This is an optimization exercise on Yosys and OpenROAD, whose aim is small area, a short achievable clock period and few clock cycles per item, not a production implementation.
In this exercise RTL edits were held to simulation tests only and were not proved equivalent to the original.

==> flow/design.v (outline; a module is shown in full before it is edited, if it fits) <==
// module wte_correct: 2320 lines
// module wte_fa: 10 lines
// module wte_ha: 9 lines
module wte_correct (
    input  wire        clk,
    input  wire        rst,
    input  wire        cfg_we,
    input  wire [2:0]  cfg_addr,
    input  wire [31:0] cfg_wdata,
    input  wire        in_valid,
    output wire        in_ready,
    input  wire [1:0]  in_slot,
    input  wire [15:0] in_s,
    input  wire [15:0] in_dark,
    input  wire [15:0] in_gain,
    output wire        out_valid,
    input  wire        out_ready,
    output wire [15:0] out_y,
    output wire [15:0] out_v,
    output wire [15:0] neg_cnt,
    output wire [15:0] clip_cnt
);
  // ...
==> flow/flow/run.sh <==
#!/bin/bash
# Layout flow: the standard layout (standard.sh, unchanged synthesis,
# floorplan, placement, CTS, routing) with ORFS's repair_timing asked to
# leave a larger setup margin than the 13 ns clock needs, so that it sizes
# the critical paths of this pipeline. The clock period and constraints
# are the design's.
set -euo pipefail
export SETUP_SLACK_MARGIN=9
bash standard.sh > standard.log 2>&1
==> flow/standard.sh <==
#!/bin/bash
# synth_recipe.tcl (not shown) runs the flow's synth.tcl, then flattens the netlist and writes it again
# the make line also repeats each setting of config.mk as NAME=value (left out here)
make -C /OpenROAD-flow-scripts/flow DESIGN_CONFIG=/design/flow/config.mk WORK_HOME=/design/flow/orfs CLKGATE_MAP_FILE= SYNTH_SCRIPT=/design/flow/synth_recipe.tcl "${@:-finish}"
==> flow/config.mk <==
export PLATFORM = sky130hd
export DESIGN_NAME = wte_correct
export DESIGN_NICKNAME = wte_correct
export VERILOG_FILES = /design/flow/design.v
export SDC_FILE = /design/flow/constraint.sdc
export NUM_CORES = 4
export LEC_CHECK = 0
export CAP_MARGIN = 20
export CORE_MARGIN = 2
export CORE_UTILIZATION = 40
export SLEW_MARGIN = 20
export SYNTH_HIERARCHICAL = 1
export SYNTH_MINIMUM_KEEP_SIZE = 0
==> flow/constraint.sdc <==
create_clock -name core_clock -period 13.0 [get_ports {clk}]
set_input_delay 2.6000 -clock core_clock [delete_from_list [all_inputs] [get_ports {clk}]]
set_output_delay 2.6000 -clock core_clock [all_outputs]
set_load 0.01 [all_outputs]
==> results.cfg, run 1 <==
[floorplanning]
chipWidth_um = 319
initial_core_util_pct = 40.3
tap_cells = 1287

[outcome]
status = timing/DRC/antenna clean

[finish]
seqCellArea_um2 = 13100
num_antenna_cells = 1
stdcell_count = 5219
buffer_area_share_pct = 7.14
n_all_buffers = 342
final_cell_mix = 453 x xnor2_1, 392 x nand2_1, 369 x a22oi_1
dominant_cells = multi-input combinational cells

[global_routing]
grt_pass1_wl_um = 161000
grt_max_degree = 171
grt_overflow = 0

[synth]
ys_seq_area_share_pct = 32.9
syn_nets = 4447
synth_area_leaders = edfxtp_1 24%, fa_1 16%, xnor2_1 10%
syn_area_um2 = 39600

[critical_path]
endpoint = r3_c
cp-startpoint = r2_two[4]
path_buf_inv = 1
reg2regPathDepth = 16

[clocking]
cts_buffer_depth = 3
cts-buffers-inserted = 55
postCtsSetupRepairBufs = 99
hold_buffers = 0

[run]
maxCapViolCount = 0

[timing]
relSlewSlack_pct = 28.2
max_freq_ghz = 0.218
timing.final.crit_share_pct = 35.4
fin_crit_ns = 4.60

[route]
via_per_inst = 5.54
wl_met1_um = 44400
dr_wl_met3_um = 5440
ant_nets = 0

[hold_path]
min-delay-start = r2_neg
whs_path_depth = 0
Testbench counts, summed over its fixed seeds: cycles 16,040, items 16,000.
==> run 2, diff against run 1 <==
--- a/flow/design.v
+++ b/flow/design.v
@@ -828,55 +828,56 @@
     wte_fa gd_u_f285 (.a(gd_pp143), .b(gd_pp159), .c(gd_hc256), .s(gd_fs285), .co(gd_fc285));
     wte_ha gd_u_h286 (.a(gd_ns144), .b(gd_pp160), .s(gd_hs286), .co(gd_hc286));
     wire [31:0] gd_ra = {gd_fc285, gd_fc284, gd_fc283, gd_fc282, gd_fc281, gd_fc280, gd_fc279, gd_fc278, gd_fc277, gd_fc276, gd_fc275, gd_fc274, gd_fc273, gd_fc272, gd_fc271, gd_fc270, gd_fc269, gd_fc268, gd_fc267, gd_fc266, gd_fc265, gd_fc264, gd_fc263, gd_fc262, gd_fc261, gd_fc260, gd_fc259, gd_hc258, gd_hc257, gd_hs257, gd_pp2, r0_gneg[0]};
     wire [31:0] gd_rb = {gd_hs286, gd_fs285, gd_fs284, gd_fs283, gd_fs282, gd_fs281, gd_fs280, gd_fs279, gd_fs278, gd_fs277, gd_fs276, gd_fs275, gd_fs274, gd_fs273, gd_fs272, gd_fs271, gd_fs270, gd_fs269, gd_fs268, gd_fs267, gd_fs266, gd_fs265, gd_fs264, gd_fs263, gd_fs262, gd_fs261, gd_fs260, gd_fs259, gd_hs258, gd_pp19, 1'b0, gd_pp1};
     assign gc = 2'b0;
     assign gk = 32'd1431699456;
     assign ga = gd_ra[31:0];
     assign gb = gd_rb[31:0];
-    reg [16:0] r1_x;
+    reg [16:0] r1_x;         
     reg        r1_neg;
     reg [31:0] r1_ga, r1_gb;
     always @(posedge clk) begin
         if (advance) begin
-            r1_x    <= neg ? 17'd0 : diff[16:0];
+            r1_x    <= diff[16:0];
             r1_neg  <= neg;
             r1_ga   <= ga;
             r1_gb   <= gb;
         end
     end
+    wire [16:0] x = r1_neg ? 17'd0 : r1_x;
     wire [8:0]  x_one, x_two;
     wire [7:0]  x_neg;
-    assign x_one[0] = r1_x[0] ^ 1'b0;
-    assign x_two[0] = r1_x[1] ? (~r1_x[0] & ~1'b0) : (r1_x[0] & 1'b0);
-    assign x_neg[0] = r1_x[1];
-    assign x_one[1] = r1_x[2] ^ r1_x[1];
-    assign x_two[1] = r1_x[3] ? (~r1_x[2] & ~r1_x[1]) : (r1_x[2] & r1_x[1]);
-    assign x_neg[1] = r1_x[3];
-    assign x_one[2] = r1_x[4] ^ r1_x[3];
-    assign x_two[2] = r1_x[5] ? (~r1_x[4] & ~r1_x[3]) : (r1_x[4] & r1_x[3]);
-    assign x_neg[2] = r1_x[5];
-    assign x_one[3] = r1_x[6] ^ r1_x[5];
-    assign x_two[3] = r1_x[7] ? (~r1_x[6] & ~r1_x[5]) : (r1_x[6] & r1_x[5]);
-    assign x_neg[3] = r1_x[7];
-    assign x_one[4] = r1_x[8] ^ r1_x[7];
-    assign x_two[4] = r1_x[9] ? (~r1_x[8] & ~r1_x[7]) : (r1_x[8] & r1_x[7]);
-    assign x_neg[4] = r1_x[9];
-    assign x_one[5] = r1_x[10] ^ r1_x[9];
-    assign x_two[5] = r1_x[11] ? (~r1_x[10] & ~r1_x[9]) : (r1_x[10] & r1_x[9]);
-    assign x_neg[5] = r1_x[11];
-    assign x_one[6] = r1_x[12] ^ r1_x[11];
-    assign x_two[6] = r1_x[13] ? (~r1_x[12] & ~r1_x[11]) : (r1_x[12] & r1_x[11]);
-    assign x_neg[6] = r1_x[13];
-    assign x_one[7] = r1_x[14] ^ r1_x[13];
-    assign x_two[7] = r1_x[15] ? (~r1_x[14] & ~r1_x[13]) : (r1_x[14] & r1_x[13]);
-    assign x_neg[7] = r1_x[15];
-    assign x_one[8] = r1_x[16] ^ r1_x[15];
-    assign x_two[8] = 1'b0 ? (~r1_x[16] & ~r1_x[15]) : (r1_x[16] & r1_x[15]);
+    assign x_one[0] = x[0] ^ 1'b0;
+    assign x_two[0] = x[1] ? (~x[0] & ~1'b0) : (x[0] & 1'b0);
+    assign x_neg[0] = x[1];
+    assign x_one[1] = x[2] ^ x[1];
+    assign x_two[1] = x[3] ? (~x[2] & ~x[1]) : (x[2] & x[1]);
+    assign x_neg[1] = x[3];
+    assign x_one[2] = x[4] ^ x[3];
+    assign x_two[2] = x[5] ? (~x[4] & ~x[3]) : (x[4] & x[3]);
+    assign x_neg[2] = x[5];
+    assign x_one[3] = x[6] ^ x[5];
+    assign x_two[3] = x[7] ? (~x[6] & ~x[5]) : (x[6] & x[5]);
+    assign x_neg[3] = x[7];
+    assign x_one[4] = x[8] ^ x[7];
+    assign x_two[4] = x[9] ? (~x[8] & ~x[7]) : (x[8] & x[7]);
+    assign x_neg[4] = x[9];
+    assign x_one[5] = x[10] ^ x[9];
+    assign x_two[5] = x[11] ? (~x[10] & ~x[9]) : (x[10] & x[9]);
+    assign x_neg[5] = x[11];
+    assign x_one[6] = x[12] ^ x[11];
+    assign x_two[6] = x[13] ? (~x[12] & ~x[11]) : (x[12] & x[11]);
+    assign x_neg[6] = x[13];
+    assign x_one[7] = x[14] ^ x[13];
+    assign x_two[7] = x[15] ? (~x[14] & ~x[13]) : (x[14] & x[13]);
+    assign x_neg[7] = x[15];
+    assign x_one[8] = x[16] ^ x[15];
+    assign x_two[8] = 1'b0 ? (~x[16] & ~x[15]) : (x[16] & x[15]);
     reg [8:0]  r2_one, r2_two;
     reg [7:0]  r2_negd;
     reg        r2_neg;
     reg [31:0] r2_p;
     always @(posedge clk) begin
         if (advance) begin
             r2_one  <= x_one;
             r2_two  <= x_two;
@@ -2239,28 +2240,28 @@
         endcase
     end
     wire [21:0] yf2  = r3_a + r3_b + {20'd0, r3_c} + pk;
     wire [21:0] yr2  = r3_a + r3_b + {20'd0, r3_c} + pk + {rc, 1'b0};
     wire [20:0] yf   = yf2[21:1];
     wire [20:0] yr   = yr2[21:1];
     wire        clip = |yf[20:16];
     wire        vsat = |yr[20:16];
+    wire [15:0] y    = clip ? 16'hFFFF : yf[15:0];
     reg  [11:0] vred;
     always @(*) begin
-        if (cfg_ob16) vred = yr[11:0];
+        if (cfg_ob16) vred = vsat ? 12'hFFF : yr[11:0];
         else case (cfg_obk)
-            2'd0:    vred = {4'd0, yr[15:8]};
-            2'd1:    vred = {2'd0, yr[15:6]};
-            default: vred = yr[15:4];
+            2'd0:    vred = vsat ? 12'h0FF : {4'd0, yr[15:8]};
+            2'd1:    vred = vsat ? 12'h3FF : {2'd0, yr[15:6]};
+            default: vred = vsat ? 12'hFFF : yr[15:4];
         endcase
     end
     reg  [15:0] k_y, o_y;
     reg  [11:0] k_v, o_v;
-    reg         k_clip, o_clip, k_vsat, o_vsat;
     wire load_o = (kv || inc) && (!ov || take);
     always @(posedge clk) begin
         if (rst) begin
             v0 <= 1'b0; v1 <= 1'b0; v2 <= 1'b0; v3 <= 1'b0;
             ov <= 1'b0; kv <= 1'b0;
         end else begin
             if (advance) begin
                 v0 <= in_valid;
@@ -2274,52 +2275,38 @@
                 if (take) kv <= 1'b0;
             end else if (inc && ov && !take) begin
                 kv <= 1'b1;
             end
         end
     end
     always @(posedge clk) begin
         if (load_o) begin
-            o_y    <= kv ? k_y    : yf[15:0];
-            o_v    <= kv ? k_v    : vred;
-            o_clip <= kv ? k_clip : clip;
-            o_vsat <= kv ? k_vsat : vsat;
+            o_y <= kv ? k_y : y;
+            o_v <= kv ? k_v : vred;
         end
         if (inc && ov && !take) begin
-            k_y    <= yf[15:0];
-            k_v    <= vred;
-            k_clip <= clip;
-            k_vsat <= vsat;
+            k_y <= y;
+            k_v <= vred;
         end
     end
     reg [15:0] neg_count, clip_count;
     always @(posedge clk) begin
         if (rst || (cfg_we && cfg_addr == 3'd5)) begin
             neg_count  <= 16'd0;
             clip_count <= 16'd0;
         end else if (inc) begin
             if (r3_neg && neg_count != 16'hFFFF)
                 neg_count <= neg_count + 16'd1;
             if (clip && clip_count != 16'hFFFF)
                 clip_count <= clip_count + 16'd1;
         end
     end
-    wire [15:0] y_out = o_y | {16{o_clip}};
-    reg  [11:0] vmask;
-    always @(*) begin
-        if (cfg_ob16) vmask = 12'hFFF;
-        else case (cfg_obk)
-            2'd0:    vmask = 12'h0FF;
-            2'd1:    vmask = 12'h3FF;
-            default: vmask = 12'hFFF;
-        endcase
-    end
-    assign out_y    = y_out;
-    assign out_v    = {cfg_ob16 ? y_out[15:12] : 4'd0, o_v | (vmask & {12{o_vsat}})};
+    assign out_y    = o_y;
+    assign out_v    = {cfg_ob16 ? o_y[15:12] : 4'd0, o_v};
     assign neg_cnt  = neg_count;
     assign clip_cnt = clip_count;
 endmodule
 module wte_fa (
     input  wire a,
     input  wire b,
     input  wire c,
     output wire s,
==> run 2 against run 1 <==
Synthesized cell count shrank 0.42%. Via count is 0.53% higher. Final area rose by 1.4%. Flip-flop and latch count is 4 lower. Utilization increased by 0.74 points. Global-route usage increased by 0.49 points. Die area shrank 0.40%. Largest cell class unchanged.
==> results.cfg, run 2 <==
[finish]
num-fill-cells = 8982
num_antenna_cells = 0
final_cell_mix = 439 x xnor2_1, 387 x nand2_1, 353 x a22oi_1
syn2layout_area_growth_pct = 18.3
final_nets = 4553
reg.largest.list = r1_ga: 32 flops, r2_p: 32 flops, r1_gb: 31 flops
fin_area_um2 = 46700
layout-drive-gt1-share_pct = 15.5
layout_commonest_cell = xnor2_1

[global_routing]
grt_pass1_vias = 29125
antenna_found_initial = 1
grt_pass1_wl_um = 164000
grt_max_degree = 155
grt_usage_pct = 20.1
grt_overflow = 0

[timing]
finalSetupViolations = 0
max_freq_ghz = 0.210
grt_setup_unrepaired = yes
worst_slack_ns = 8.24
timing.final.crit_share_pct = 36.6
worst_pin_slew_ns = 1.14
drv_slew = 0
fin_crit_ns = 4.76
setup_tns_ns = 0
clock_skew_ns = 0.0472
hold_violations = 0
relSlewSlack_pct = 24.0

[run]
maxCapViolCount = 0

[route]
vias = 29074
via_per_inst = 5.55
first_pass_iters = 6
post_drt_wl_per_cell_um = 19.9
drt_iter0_markers = 2215
ant_nets = 0
drc = 0
wl_um = 104000

[hold_path]
holdPathEnd = r3_neg
min-delay-start = r2_neg
hold_path.class = register to register
whs_path_depth = 0

[floorplanning]
core-area_um2 = 98100
die-height_um = 318
ios = 156
initial_core_util_pct = 40.2
die_area_um2 = 101000
chipWidth_um = 318
rows = 115

[clocking]
path_clk_slew_ns = 0.07
cts_buffer_depth = 3
cts-buffers-inserted = 54
root_buffer = clkbuf_16
h-tree-depth = 2
hold_buffers = 0
cts_tree = built
clk_latency_ns = 0.64
cts_sinks = 488

[critical_path]
cp_slowest_cell = edfxtp_1
cp-end-kind = register
path_cells = inv_2, ha_4, inv_2, ha_4, or3_4, o221a_4, a211o_1, a211oi_2, xor2_2, or2_4, nor4_4, mux2_4, o31ai_4, buf_12, nand3_1, a221o_1, mux2_4
r2r_end = o_v[3]
cp.required_ns = 13.38
reg2regPathDepth = 17
critPathMaxFanout = 7
worst_setup_path_start_kind = register
slowest_delay_ns = 0.45
path_class = register to register
r2r-start = r3_c
arrival_ns = 5.13
regToRegSetupSlack_ns = 8.24

[synth]
synth-compound-area-share_pct = 15.3
avgSynthCellArea_um2 = 10.4
synth_most_common_cell = xnor2_1
ys_ff_latch = 488
muxShareOfSynthArea_pct = 3.36
synthTopCellsByCount = 453 x xnor2_1, 397 x nand2_1, 371 x a22oi_1
synth_fa_ha_area_share_pct = 24.0
synthSimpleGateAreaFrac_pct = 8.84
synth_cell_types = 79
syn_area_um2 = 39500
synth_top_family_by_area = adder cells
async_reset_ff_share_pct = 0
synth_area_leaders = edfxtp_1 24%, fa_1 16%, xnor2_1 10%
syn_inst = 3779
syn_nets = 4431
yosysWarnings = 7
synth_xor_area_share_pct = 11.0
yosysTopAreaCell = edfxtp_1
ys_seq_area_share_pct = 32.8
synth_edf_count = 316
synth_top_area_share_pct = 24.1
synthFlopType = edfxtp_1

[place]
place_hpwl_um = 66800
io_buffer_count = 155
post_dp_cell_area_um2 = 42000
gp_congestion = 0.867
dp_slack_ns = 7.68

[outcome]
status = timing/DRC/antenna clean
[run 2: layout make-up]
class | instances | area (µm²) | share of cell area, %
sequential | 488 | 12900 | 27.7
clock buffer | 68 | 1440 | 3.07
multi-input combinational | 2786 | 25800 | 55.2
timing repair inverter | 2 | 20.0 | 0.0429
timing repair buffer | 387 | 3780 | 8.11
tap | 1287 | 1610 | 3.45
inverter | 182 | 709 | 1.52
clock inverter | 34 | 424 | 0.908
[run 2: cell families (layout without fill, tap and decap cells)]
family	Yosys count	after routing
DFF	488	488
and+or+nand+nor	769	769
muxes	87	87
buffers and inverters	505	673
xor gates and xnor gates	493	493
AOI/OAI and AO/OA	875	875
adders and majority gates	562	562
[run 2: critical path, delay by kind of cell (launching register included)]
kind / cells / cell delay (ns)
xor+xnor: 1 / 0.14
fa+ha+maj: 2 / 0.32
flops: 1 / 0.45
buf+inv: 3 / 0.33
compound gates: 5 / 1.60
simple gates: 4 / 1.05
mux: 2 / 0.61
[run 2: how the worst max path moves through the flow]
stage	slack (ns)	from	to	depth (start not counted)
detailed placement	7.68	r3_c	o_v[3]	16
finish	8.24	r3_c	o_v[3]	17
CTS	8.20	r3_c	o_v[2]	20
global placement	7.54	r2_one[1]	r3_c	17
floorplan	8.64	r3_a[3]	o_v[2]	17
global route	8.13	r3_c	o_v[3]	17
[run 2: modules after synthesis, one instance, submodules excluded]
module,cell area (µm²),times used,flops+latches,cells inside
wte_correct,32500,1,488,3415
wte_ha,12.5,44,0,1
wte_fa,20.0,320,0,1
[run 2: repair_timing]
action / in CTS / in global routing
pin swaps: 44 / 73
gates cloned: 3 / 3
resized for setup: 172 / 198
buffers inserted: 121 / 58
setup endpoints to repair: 147 / 75
[run 2: through the flow]
step,std cells,util (%),hold WS [ns]
floorplan,3779,-,0.400
global placement,4945,42.8,0.405
detailed placement,4946,42.8,0.415
CTS,5172,46.2,0.423
global route,5234,47.6,0.451
finish,5234,47.6,0.419
[run 2: routing by layer]
metal	global-route usage [%]	vias up	part of all wire, %
met5	0	-	0
met4	5.47	0	2.4
met3	3.04	183	6.4
met2	33.4	1004	48
met1	27.3	14403	43
li1	-	13484	-
Testbench counts of run 2, summed over its fixed seeds: cycles 16,040, items 16,000.

## afterwards: timing with drivers on the ports
In the flow no input, the clock included, has a driving cell. The finished layouts below were timed again as built, in two steps.
Step 1: set_driving_cell puts a clkbuf_16 on clk and a buf_2 on each other input, an assumption about the parent block.
Step 2, shift: input delay + t, output delay - t, t = (earliest + latest rising clock arrival at the registers) / 2. This alone moves slack from input paths to output paths.
Three values: ideal, step 1, step 2; two values: the first two.
run | shift t [ns] | setup WS [ns] | slew at the worst register clock pin (ns) | cell pins on the clock port's net
run 1 | 0.678 | 8.403 / 8.403 / 8.394 | 0.07 / 0.07 | 1
run 2 | 0.680 | 8.242 / 8.242 / 8.242 | 0.07 / 0.07 | 1
After both steps setup and hold are still met in every run listed. For run 1, which loses most, drivers alone change the setup slack by 0.000 ns; drivers and shift together by -0.009 ns.
